Context: an optimization exercise on an open-source flow, tuned for small area. The choices shown serve that exercise and are no tape-out recipe. Function was checked by simulation only, so behaviour that the tests miss may differ from the original. No activity file was given, so power comes from the tool's default toggle rates.

===== config.mk =====
export PLATFORM = sky130hd
export DESIGN_NAME = ps_channel
export DESIGN_NICKNAME = ps_channel
export VERILOG_FILES = /design/flow/design.v
export SDC_FILE = /design/flow/constraint.sdc
export NUM_CORES = 4
export LEC_CHECK = 0
export CAP_MARGIN = 20
export CORE_MARGIN = 2
export CORE_UTILIZATION = 40
export SLEW_MARGIN = 20

===== constraint.sdc =====
create_clock -name core_clock -period 20.0 [get_ports {clk}]
set_input_delay 4.0000 -clock core_clock [delete_from_list [all_inputs] [get_ports {clk}]]
set_output_delay 4.0000 -clock core_clock [all_outputs]
set_load 0.01 [all_outputs]

===== design.v =====
module ps_filter (
    input  wire       clk,
    input  wire       rst,
    input  wire [7:0] filt,
    input  wire       in_s,    
    output reg        lvl,     
    output wire       rise,
    output wire       fall
);
    reg [7:0] cnt;             
    wire accept = (in_s != lvl) && (cnt == filt);
    always @(posedge clk) begin
        if (rst) begin
            lvl <= 1'b0;
            cnt <= 8'd0;
        end else if (in_s == lvl) begin
            cnt <= 8'd0;
        end else if (accept) begin
            lvl <= in_s;
            cnt <= 8'd0;
        end else begin
            cnt <= cnt + 8'd1;
        end
    end
    assign rise = accept &&  in_s;
    assign fall = accept && !in_s;
endmodule
module ps_divider #(
    parameter NW = 36,         
    parameter DW = 32          
) (
    input  wire          clk,
    input  wire          rst,
    input  wire          start,
    input  wire [NW-1:0] dividend,
    input  wire [DW-1:0] divisor,
    output reg  [NW-1:0] quot,
    output reg           done
);
    reg [DW:0]   rem;
    reg [DW-1:0] dvs;
    reg [7:0]    count;
    reg          busy;
    wire [DW:0] shifted = {rem[DW-1:0], quot[NW-1]};
    wire        ge      = shifted >= {1'b0, dvs};
    always @(posedge clk) begin
        if (rst) begin
            rem   <= {(DW+1){1'b0}};
            dvs   <= {DW{1'b0}};
            quot  <= {NW{1'b0}};
            count <= 8'd0;
            busy  <= 1'b0;
            done  <= 1'b0;
        end else begin
            done <= 1'b0;
            if (start) begin
                rem   <= {(DW+1){1'b0}};
                dvs   <= divisor;
                quot  <= dividend;
                count <= NW[7:0];
                busy  <= 1'b1;
            end else if (busy) begin
                rem   <= ge ? shifted - {1'b0, dvs} : shifted;
                quot  <= {quot[NW-2:0], ge};
                count <= count - 8'd1;
                if (count == 8'd1) begin
                    busy <= 1'b0;
                    done <= 1'b1;
                end
            end
        end
    end
endmodule
module ps_channel (
    input  wire        clk,
    input  wire        rst,
    input  wire        a_in,
    input  wire        b_in,
    input  wire        z_in,
    input  wire [7:0]  cfg_filt,
    input  wire        cfg_mode,       
    input  wire        cfg_inv,
    input  wire [1:0]  cfg_z_mode,
    input  wire        cfg_z_inv,
    input  wire        cfg_home_req,
    input  wire [23:0] cfg_cpr_m1,
    input  wire [7:0]  cfg_still,      
    input  wire [23:0] cfg_z_tol,
    input  wire        cmd_set_pos,
    input  wire [23:0] preset_pos,
    input  wire [31:0] preset_rev,
    input  wire        cmd_arm_z,
    input  wire        cmp_wr,
    input  wire        cmp_wr_en,
    input  wire        cmp_wr_repeat,
    input  wire [1:0]  cmp_wr_cdir,
    input  wire [23:0] cmp_wr_value,
    input  wire        snap,
    output reg  [23:0] pos,
    output reg  [31:0] rev,
    output reg         dir,            
    output reg         homed,
    output wire        moving,
    output wire [4:0]  cond,           
    output reg  [23:0] zcap,
    output reg  [31:0] zerr,
    output reg         cmp_en,
    output reg         cmp_fire,
    output reg         cmp_fire_dir,
    output reg  [47:0] cmp_time,
    output reg         cmd_err,
    output reg         snap_valid,
    output reg  [23:0] snap_pos,
    output reg  [31:0] snap_rev,
    output reg         snap_dir,
    output reg         snap_homed,
    output reg         snap_moving,
    output reg  [31:0] snap_speed,     
    output reg  [31:0] snap_rpm,       
    output reg         snap_range
);
    localparam [35:0] SPEED_NUM   = 36'd50_000_000_000;  
    localparam [25:0] DS_CLEAR    = 26'd49_999_999;      
    localparam [31:0] SAT_MAX     = 32'h7FFF_FFFF;
    reg [47:0] now;
    always @(posedge clk) begin
        if (rst) now <= 48'd0;
        else     now <= now + 48'd1;
    end
    reg [1:0] a_sync, b_sync, z_sync;
    always @(posedge clk) begin
        if (rst) begin
            a_sync <= 2'b00;
            b_sync <= 2'b00;
            z_sync <= 2'b00;
        end else begin
            a_sync <= {a_sync[0], a_in};
            b_sync <= {b_sync[0], b_in};
            z_sync <= {z_sync[0], z_in};
        end
    end
    wire a_lvl, a_rise, a_fall;
    wire b_lvl, b_rise, b_fall;
    wire z_lvl, z_rise, z_fall;
    ps_filter u_fa (.clk(clk), .rst(rst), .filt(cfg_filt), .in_s(a_sync[1]),
                    .lvl(a_lvl), .rise(a_rise), .fall(a_fall));
    ps_filter u_fb (.clk(clk), .rst(rst), .filt(cfg_filt), .in_s(b_sync[1]),
                    .lvl(b_lvl), .rise(b_rise), .fall(b_fall));
    ps_filter u_fz (.clk(clk), .rst(rst), .filt(cfg_filt), .in_s(z_sync[1]),
                    .lvl(z_lvl), .rise(z_rise), .fall(z_fall));
    reg [9:0] b_hist;
    always @(posedge clk) begin
        if (rst) b_hist <= 10'd0;
        else     b_hist <= {b_hist[8:0], b_lvl};
    end
    wire        ev      = (cfg_mode == 1'b0) ? a_rise : (a_rise ^ b_rise);
    wire        raw_up  = (cfg_mode == 1'b0) ? ~b_hist[9] : a_rise;
    wire        up      = raw_up ^ cfg_inv;
    wire        setup_v = (cfg_mode == 1'b0) && a_rise && (b_hist != {10{b_lvl}});
    wire [47:0] ets     = now - {40'd0, cfg_filt};    
    wire [24:0] cpr     = {1'b0, cfg_cpr_m1} + 25'd1;
    wire        preset_bad = preset_pos > cfg_cpr_m1;
    wire        preset_ok  = cmd_set_pos && !preset_bad;
    wire [23:0] p0 = preset_ok ? preset_pos : pos;
    wire [31:0] r0 = preset_ok ? preset_rev : rev;
    reg  [23:0] p1;
    reg  [31:0] r1;
    reg         wrap1;
    always @(*) begin
        p1    = p0;
        r1    = r0;
        wrap1 = 1'b0;
        if (ev) begin
            if (up) begin
                if (p0 == cfg_cpr_m1) begin
                    p1    = 24'd0;
                    r1    = r0 + 32'd1;
                    wrap1 = (r0 == 32'h7FFF_FFFF);
                end else begin
                    p1 = p0 + 24'd1;
                end
            end else begin
                if (p0 == 24'd0) begin
                    p1    = cfg_cpr_m1;
                    r1    = r0 - 32'd1;
                    wrap1 = (r0 == 32'h8000_0000);
                end else begin
                    p1 = p0 - 24'd1;
                end
            end
        end
    end
    reg         cmp_repeat;
    reg  [1:0]  cmp_cdir;
    reg  [23:0] cmp_value;
    wire        dir_ok = (cmp_cdir == 2'd0) || (cmp_cdir == 2'd1 && up) || (cmp_cdir == 2'd2 && !up);
    wire        fire   = cmp_en && ev && (p1 == cmp_value) && dir_ok;
    wire        cmp_bad = (cmp_wr_value > cfg_cpr_m1) || (cmp_wr_cdir == 2'd3);
    reg         armed;
    wire        z_ev    = (cfg_z_mode != 2'd0) && (cfg_z_inv ? z_fall : z_rise);
    wire        do_home = z_ev && ((cfg_z_mode == 2'd2) || (cfg_z_mode == 2'd3 && armed));
    wire [24:0] p1x     = {1'b0, p1};
    wire        go_down = ({p1x[23:0], 1'b0} <= cpr);        
    wire [24:0] up_dist = cpr - p1x;
    wire [31:0] corr    = (p1 == 24'd0) ? 32'd0 :
                          go_down ? (32'd0 - {8'd0, p1}) : {7'd0, up_dist};
    wire [31:0] corr_abs = go_down ? {8'd0, p1} : {7'd0, up_dist};
    wire        home_up  = do_home && (p1 != 24'd0) && !go_down;
    wire [23:0] p2    = do_home ? 24'd0 : p1;
    wire [31:0] r2    = home_up ? r1 + 32'd1 : r1;
    wire        wrap2 = home_up && (r1 == 32'h7FFF_FFFF);
    reg  [25:0] travel;
    reg         z_missing;
    wire [25:0] travel_inc = (travel == 26'h3FF_FFFF) ? travel : travel + 26'd1;
    wire [26:0] three_cpr  = {cpr, 1'b0} + {2'b0, cpr};
    reg         z_mismatch;
    reg         rev_wrap;
    reg         dir_setup;
    reg  [25:0] ds_timer;
    always @(posedge clk) begin
        if (rst) begin
            pos        <= 24'd0;
            rev        <= 32'd0;
            homed      <= 1'b0;
            dir        <= 1'b0;
            zcap       <= 24'd0;
            zerr       <= 32'd0;
            armed      <= 1'b0;
            travel     <= 26'd0;
            z_missing  <= 1'b0;
            z_mismatch <= 1'b0;
            rev_wrap   <= 1'b0;
            dir_setup  <= 1'b0;
            ds_timer   <= 26'd0;
            cmp_en     <= 1'b0;
            cmp_repeat <= 1'b0;
            cmp_cdir   <= 2'd0;
            cmp_value  <= 24'd0;
            cmp_fire   <= 1'b0;
            cmp_fire_dir <= 1'b0;
            cmp_time   <= 48'd0;
            cmd_err    <= 1'b0;
        end else begin
            pos <= p2;
            rev <= r2;
            if (ev) dir <= !up;
            if (preset_ok || do_home) homed <= 1'b1;
            if (z_ev) zcap <= p1;
            if (do_home) begin
                zerr <= corr;
                z_mismatch <= (cfg_z_tol != 24'd0) && (corr_abs > {8'd0, cfg_z_tol});
            end
            if (cmd_arm_z)                            armed <= 1'b1;
            else if (z_ev && cfg_z_mode == 2'd3)      armed <= 1'b0;
            if (z_ev) begin
                travel    <= 26'd0;
                z_missing <= 1'b0;
            end else if (ev) begin
                travel <= travel_inc;
                if (cfg_z_mode != 2'd0 && {travel_inc, 1'b0} >= three_cpr)
                    z_missing <= 1'b1;
            end
            if (wrap1 || wrap2) rev_wrap <= 1'b1;
            else if (snap)      rev_wrap <= 1'b0;
            if (setup_v) begin
                dir_setup <= 1'b1;
                ds_timer  <= 26'd0;
            end else if (dir_setup) begin
                if (ds_timer == DS_CLEAR) dir_setup <= 1'b0;
                ds_timer <= ds_timer + 26'd1;
            end
            cmp_fire <= fire;
            if (fire) begin
                cmp_fire_dir <= !up;
                cmp_time     <= ets;
                if (!cmp_repeat) cmp_en <= 1'b0;
            end
            if (cmp_wr && !cmp_bad) begin
                cmp_en     <= cmp_wr_en;
                cmp_repeat <= cmp_wr_repeat;
                cmp_cdir   <= cmp_wr_cdir;
                cmp_value  <= cmp_wr_value;
            end
            cmd_err <= (cmd_set_pos && preset_bad) || (cmp_wr && cmp_bad);
        end
    end
    assign cond = {rev_wrap, cfg_home_req & ~homed, z_mismatch, z_missing, dir_setup};
    reg  [47:0] last_ts;
    reg  [31:0] per_n;
    reg  [1:0]  ecount;        
    reg         last_up;
    wire [47:0] since     = now - last_ts;
    wire [26:0] still_lim = cfg_still * 19'd500_000;
    wire        still_hit = (ecount != 2'd0) && (since >= {21'd0, still_lim});
    wire [47:0] period_n  = ets - last_ts;
    assign moving = (ecount != 2'd0);
    always @(posedge clk) begin
        if (rst) begin
            last_ts <= 48'd0;
            per_n   <= 32'd0;
            ecount  <= 2'd0;
            last_up <= 1'b0;
        end else if (ev) begin
            if (ecount != 2'd0 && up == last_up) begin
                per_n  <= period_n[31:0];
                ecount <= 2'd2;
            end else begin
                ecount <= 2'd1;
            end
            last_ts <= ets;
            last_up <= up;
        end else if (still_hit) begin
            ecount <= 2'd0;
        end
    end
    reg         sp_zero;       
    reg         sp_neg;
    reg  [31:0] sp_div;        
    reg  [24:0] sp_cpr;
    wire        div1_done, div2_done;
    wire [35:0] speed_q;
    wire [41:0] rpm_q;
    wire [41:0] speed_x60 = {speed_q, 6'd0} - {4'd0, speed_q, 2'd0};
    always @(posedge clk) begin
        if (rst) begin
            sp_zero     <= 1'b1;
            sp_neg      <= 1'b0;
            sp_div      <= 32'd1;
            sp_cpr      <= 25'd2;
            snap_pos    <= 24'd0;
            snap_rev    <= 32'd0;
            snap_dir    <= 1'b0;
            snap_homed  <= 1'b0;
            snap_moving <= 1'b0;
        end else if (snap) begin
            sp_zero     <= (ecount != 2'd2) || still_hit;
            sp_neg      <= !last_up;
            sp_div      <= (since[31:0] > per_n) ? since[31:0] : per_n;
            sp_cpr      <= cpr;
            snap_pos    <= pos;
            snap_rev    <= rev;
            snap_dir    <= dir;
            snap_homed  <= homed;
            snap_moving <= moving && !still_hit;
        end
    end
    reg snap_d;
    always @(posedge clk) begin
        if (rst) snap_d <= 1'b0;
        else     snap_d <= snap;
    end
    ps_divider #(.NW(36), .DW(32)) u_div_speed (
        .clk(clk), .rst(rst), .start(snap_d),
        .dividend(SPEED_NUM), .divisor(sp_div),
        .quot(speed_q), .done(div1_done));
    ps_divider #(.NW(42), .DW(25)) u_div_rpm (
        .clk(clk), .rst(rst), .start(div1_done),
        .dividend(speed_x60), .divisor(sp_cpr),
        .quot(rpm_q), .done(div2_done));
    wire        speed_sat = (speed_q > {4'd0, SAT_MAX});
    wire        rpm_sat   = (rpm_q   > {10'd0, SAT_MAX});
    wire [31:0] speed_mag = speed_sat ? SAT_MAX : speed_q[31:0];
    wire [31:0] rpm_mag   = rpm_sat   ? SAT_MAX : rpm_q[31:0];
    always @(posedge clk) begin
        if (rst) begin
            snap_valid <= 1'b0;
            snap_speed <= 32'd0;
            snap_rpm   <= 32'd0;
            snap_range <= 1'b0;
        end else begin
            snap_valid <= div2_done;
            if (div2_done) begin
                if (sp_zero) begin
                    snap_speed <= 32'd0;
                    snap_rpm   <= 32'd0;
                    snap_range <= 1'b0;
                end else begin
                    snap_speed <= sp_neg ? 32'd0 - speed_mag : speed_mag;
                    snap_rpm   <= sp_neg ? 32'd0 - rpm_mag   : rpm_mag;
                    snap_range <= speed_sat || rpm_sat;
                end
            end
        end
    end
endmodule

===== run.sh =====
#!/bin/bash
# synth_recipe.tcl (not shown) runs the flow's synth.tcl, then flattens the netlist and writes it again
# the make line also repeats each setting of config.mk as NAME=value (left out here)
make -C /OpenROAD-flow-scripts/flow DESIGN_CONFIG=/design/flow/config.mk WORK_HOME=/design/flow/orfs CLKGATE_MAP_FILE= SYNTH_SCRIPT=/design/flow/synth_recipe.tcl finish

==> summary.txt <==
Status
  • Status: timing/DRC/antenna clean

Timing
  • Max Clock Skew: 0.0384 ns
  • Worst slew pin tran: 1.15 ns
  • TNS Setup: 0 ns
  • Slew Limit Headroom: 22.8%
  • Achievable Freq: 62.8 MHz
  • Final Hold Fails: 0
  • Max Transition Viols Final: 0
  • Setup slack after layout: 4.07 ns
  • Setup violators final: 0
  • Fin Hold WS: 0.447 ns
  • Final min period: 15.93 ns
  • RSZ-0062 raised after global routing: false
  • Tcrit/Tclk final: 79.6%

Critical path
  • Crit-path max cell delay: 0.80 ns
  • CP Class: in -> reg
  • Critical Path Slowest Stage Cell: clkdlybuf4s50_1
  • CP required: 20.60 ns
  • Largest fanout on the critical path: 39
  • CP Launch Type: input port
  • Arr. time, crit path: 16.52 ns
  • CP Capture Type: register

Placement
  • Placed instance area: 65,200 sq um
  • Port Buffers: 459
  • Detailed placement HPWL: 176 mm
  • Cell total after placement: 9,576
  • Placer Congestion: 1.01
  • Placement Setup Slack: 3.56 ns

Layout
  • Cell area after layout: 68,500 sq um
  • Register area: 16,300 sq um
  • Fin cells: 9,753
  • Area Overhead vs Synth: 16.2%
  • Share of cells above drive strength 1: 5.39%
  • # fillers: 14,500
  • Multi-input gate area: 39,300 sq um
  • Fin nets: 8,420

Floorplan
  • # IOs: 460
  • Initial core utilization: 40.4%
  • DIE WIDTH: 388 microns
  • Die height: 388 microns
  • Num rows: 140
  • Die area: 150,000 sq um
  • CORE AREA: 146,000 sq um

Synth
  • Seq cells post-synth: 815
  • Asr flop ratio synth: 0%
  • Top-count cell post-synth: nor2_1
  • Mapped Nets: 8,167
  • Synth top area share: 27.7%
  • Synthesized area per cell: 7.85 sq um
  • Ys Warns: 4
  • Mapped Area: 59,000 sq um
  • Dominant cells by area after synthesis: dfxtp_1 (28%), ha_1 (10%), nor2_1 (6.2%)
  • EDFF count, synth: 0
  • Area leader, netlist: dfxtp_1
  • Post-synth cell types: 114
  • Synth top cells by count: nor2_1 (972), dfxtp_1 (815), nand2_1 (510)
  • Predominant post-synthesis flop cell: dfxtp_1
  • Sequential share of the synthesized area: 27.7%
  • Cells after Synth: 7,507

Detailed routing
  • Metal-1 WL: 103 mm
  • Routed length on met2: 101 mm
  • Drt via density: 5.81
  • Routed length on met3: 17.4 mm
  • Vias: 56,700
  • Drt first-iter violations: 4,823
  • Drt wl/cell: 23.7 microns
  • Total Wirelength: 231 mm
  • Routed Antenna Nets: 0
  • Drc violations: 0
  • Max layer used: met5
  • Total iterations of the first detailed-routing run: 6

Pwr
  • Clock share of power: 36.2%
  • Net Sw Frac: 34.5%
  • Peak supply drop: 0.0000671 V
  • Internal: 3350 uW
  • Reg power frac: 33.5%
  • Sw power: 1760 uW
  • Power density over the cells: 74.6 nW/um^2
  • Combinational share of power: 30.3%
  • Leak pwr: 0.0269 uW

Hold path
  • Worst Hold Class: reg -> reg

Clocking
  • CTS sink count: 815
  • Post-cts resize count: 0
  • Number of CTS-inserted buffers: 98
  • Clock root cell: clkbuf_16
  • Htree depth: 3
  • Worst-Skew Late Latency: 0.73 ns
  • CTS Hold Bufs: 0
  • CTS tree: done
  • Post-CTS Repair Setup Buffers: 0
  • Clock Tree Buf Depth: 3
  • Clock transition at path regs: 0.07 ns

Global route
  • First-pass GRT wire length: 344 mm
  • Remaining Overflow, GRT: 0
  • Initial antenna violation count: 14
  • Largest net degree at the start of global routing: 101
  • Vias in the first global route: 53,800
  • Gr usage total: 29.5%

Flow run
  • Max-Cap Viols: 0
==> through the flow <==
stage          utilization [%]  power [uW]
3_5_place_dp              44.7        3270
6_report                  46.9        5110
4_1_cts                   46.9        5140
5_1_grt                   46.9        5370
2_1_floorplan                -        2770
3_3_place_gp              44.6        3260
==> layout by cell type, fill, tap and decap left out, types with 34 or more instances in the layout <==
| cell type | Yosys | layout |
|---|---|---|
| o21ai_0 | 338 | 338 |
| o211ai_1 | 39 | 39 |
| nand4_1 | 143 | 143 |
| nor3_1 | 194 | 193 |
| ha_1 | 474 | 474 |
| a21oi_1 | 446 | 446 |
| nor2b_1 | 108 | 108 |
| and2_1 | 44 | 44 |
| inv_1 | 446 | 446 |
| dfxtp_1 | 815 | 810 |
| xnor2_1 | 341 | 331 |
| a211oi_1 | 222 | 222 |
| a31oi_1 | 74 | 74 |
| xor2_1 | 224 | 223 |
| and3_1 | 93 | 93 |
| o31ai_1 | 38 | 38 |
| or3_1 | 80 | 80 |
| nand2b_1 | 78 | 78 |
| clkdlybuf4s50_1 | 0 | 456 |
| or4_1 | 45 | 45 |
| clkbuf_16 | 0 | 100 |
| or2_2 | 34 | 34 |
| nor2_1 | 972 | 967 |
| nand3_1 | 224 | 224 |
| nand2_1 | 510 | 510 |
| buf_4 | 23 | 105 |
| nor4_1 | 74 | 74 |
| a22oi_1 | 46 | 46 |
| a21o_1 | 107 | 107 |
| mux2i_1 | 326 | 326 |
| o21a_1 | 60 | 60 |
==> final timing paths <==
kind / from / to / slack (ns) / cells past startpoint
setup reg to reg: pos[0]$_SDFF_PP0_ / z_mismatch$_SDFFE_PP0P_ / 9.83 / 41
setup / recovery: cfg_cpr_m1[19] / z_mismatch$_SDFFE_PP0P_ / 4.07 / 48
hold / removal: zerr[13]$_SDFFE_PP0P_ / zerr[13]$_SDFFE_PP0P_ / 0.45 / 2
hold reg to reg: zerr[13]$_SDFFE_PP0P_ / zerr[13]$_SDFFE_PP0P_ / 0.45 / 2
==> flip-flops by register name, summed over array words and instances, names as in the netlist, 32 cells and up <==
register / count
cmp_time: 48
last_ts: 48
now: 48
u_div_rpm.quot: 42
u_div_speed.quot: 36
per_n: 32
rev: 32
snap_rev: 32
snap_rpm: 32
snap_speed: 32
sp_div: 32
u_div_speed.dvs: 32
u_div_speed.rem: 32
==> power groups by stage <==
stage / registers (uW) / logic [uW] / clock network (uW)
after floorplan: 1730 / 1030 / 0
after detailed placement: 1750 / 1520 / 0
after global routing: 1720 / 1690 / 1960
after CTS: 1710 / 1530 / 1900
final: 1710 / 1550 / 1850
after global placement: 1750 / 1520 / 0
==> metal layers <==
layer,vias to the layer above,GRT usage (%)
met5,-,0
met4,14,11.6
met3,473,6.25
met2,1975,46.0
met1,27000,39.6
li1,27200,-
==> area by class of cell <==
| class | count | area share (%) |
|---|---|---|
| multi-input cells | 5825 | 57.4 |
| flip-flops and latches | 815 | 23.8 |
| repair buffers | 566 | 7.90 |
| clock buffers | 142 | 4.16 |
| well taps | 1917 | 3.50 |
| inverters | 454 | 2.49 |
| clock inverters | 32 | 0.676 |
| diodes | 2 | 0.00731 |
==> critical path: cells and delay by family <==
family	cells	cell delay, ns
muxes	2	0.67
and+or+nand+nor	15	4.68
adders and majority gates	4	1.51
AOI/OAI and AO/OA	22	3.70
buffers and inverters	5	1.90
==> cells by family (layout without fill, tap and decap cells) <==
family,count (synthesis),in the layout,share of synthesized area (%)
flops,815,815,27.7
mux,346,346,5.94
compound gates,1720,1720,19.2
other cells,0,2,0
xor+xnor,565,565,8.39
buf+inv,867,1194,5.87
simple gates,2695,2695,22.0
fa+ha+maj,499,499,10.9

[port drivers added, routing unchanged]
No port has a modelled driver above. Below, the same layout with a new extraction and two added sets of constraints. Step 1 (the two cells are an assumption about what drives the block):
set clk [get_ports {clk}]
set_driving_cell -lib_cell sky130_fd_sc_hd__clkbuf_16 $clk
set_driving_cell -lib_cell sky130_fd_sc_hd__buf_2 [delete_from_list [all_inputs] $clk]
Step 2 times the ports against the registers' clock, not the clock port: input delays grow and output delays shrink by t, the midpoint of the rising clock arrivals with the driver on. Slacks: ideal / step 1 / step 2; pairs: ideal / step 1.
t, ns: 0.797
slack for setup (ns): 4.073 / 4.131 / 3.334
worst slew at a driven data input, ns: 0.19
After both steps setup and hold are still met in this run. The setup slack of this run moves by +0.058 ns with the drivers and by -0.739 ns with both steps.
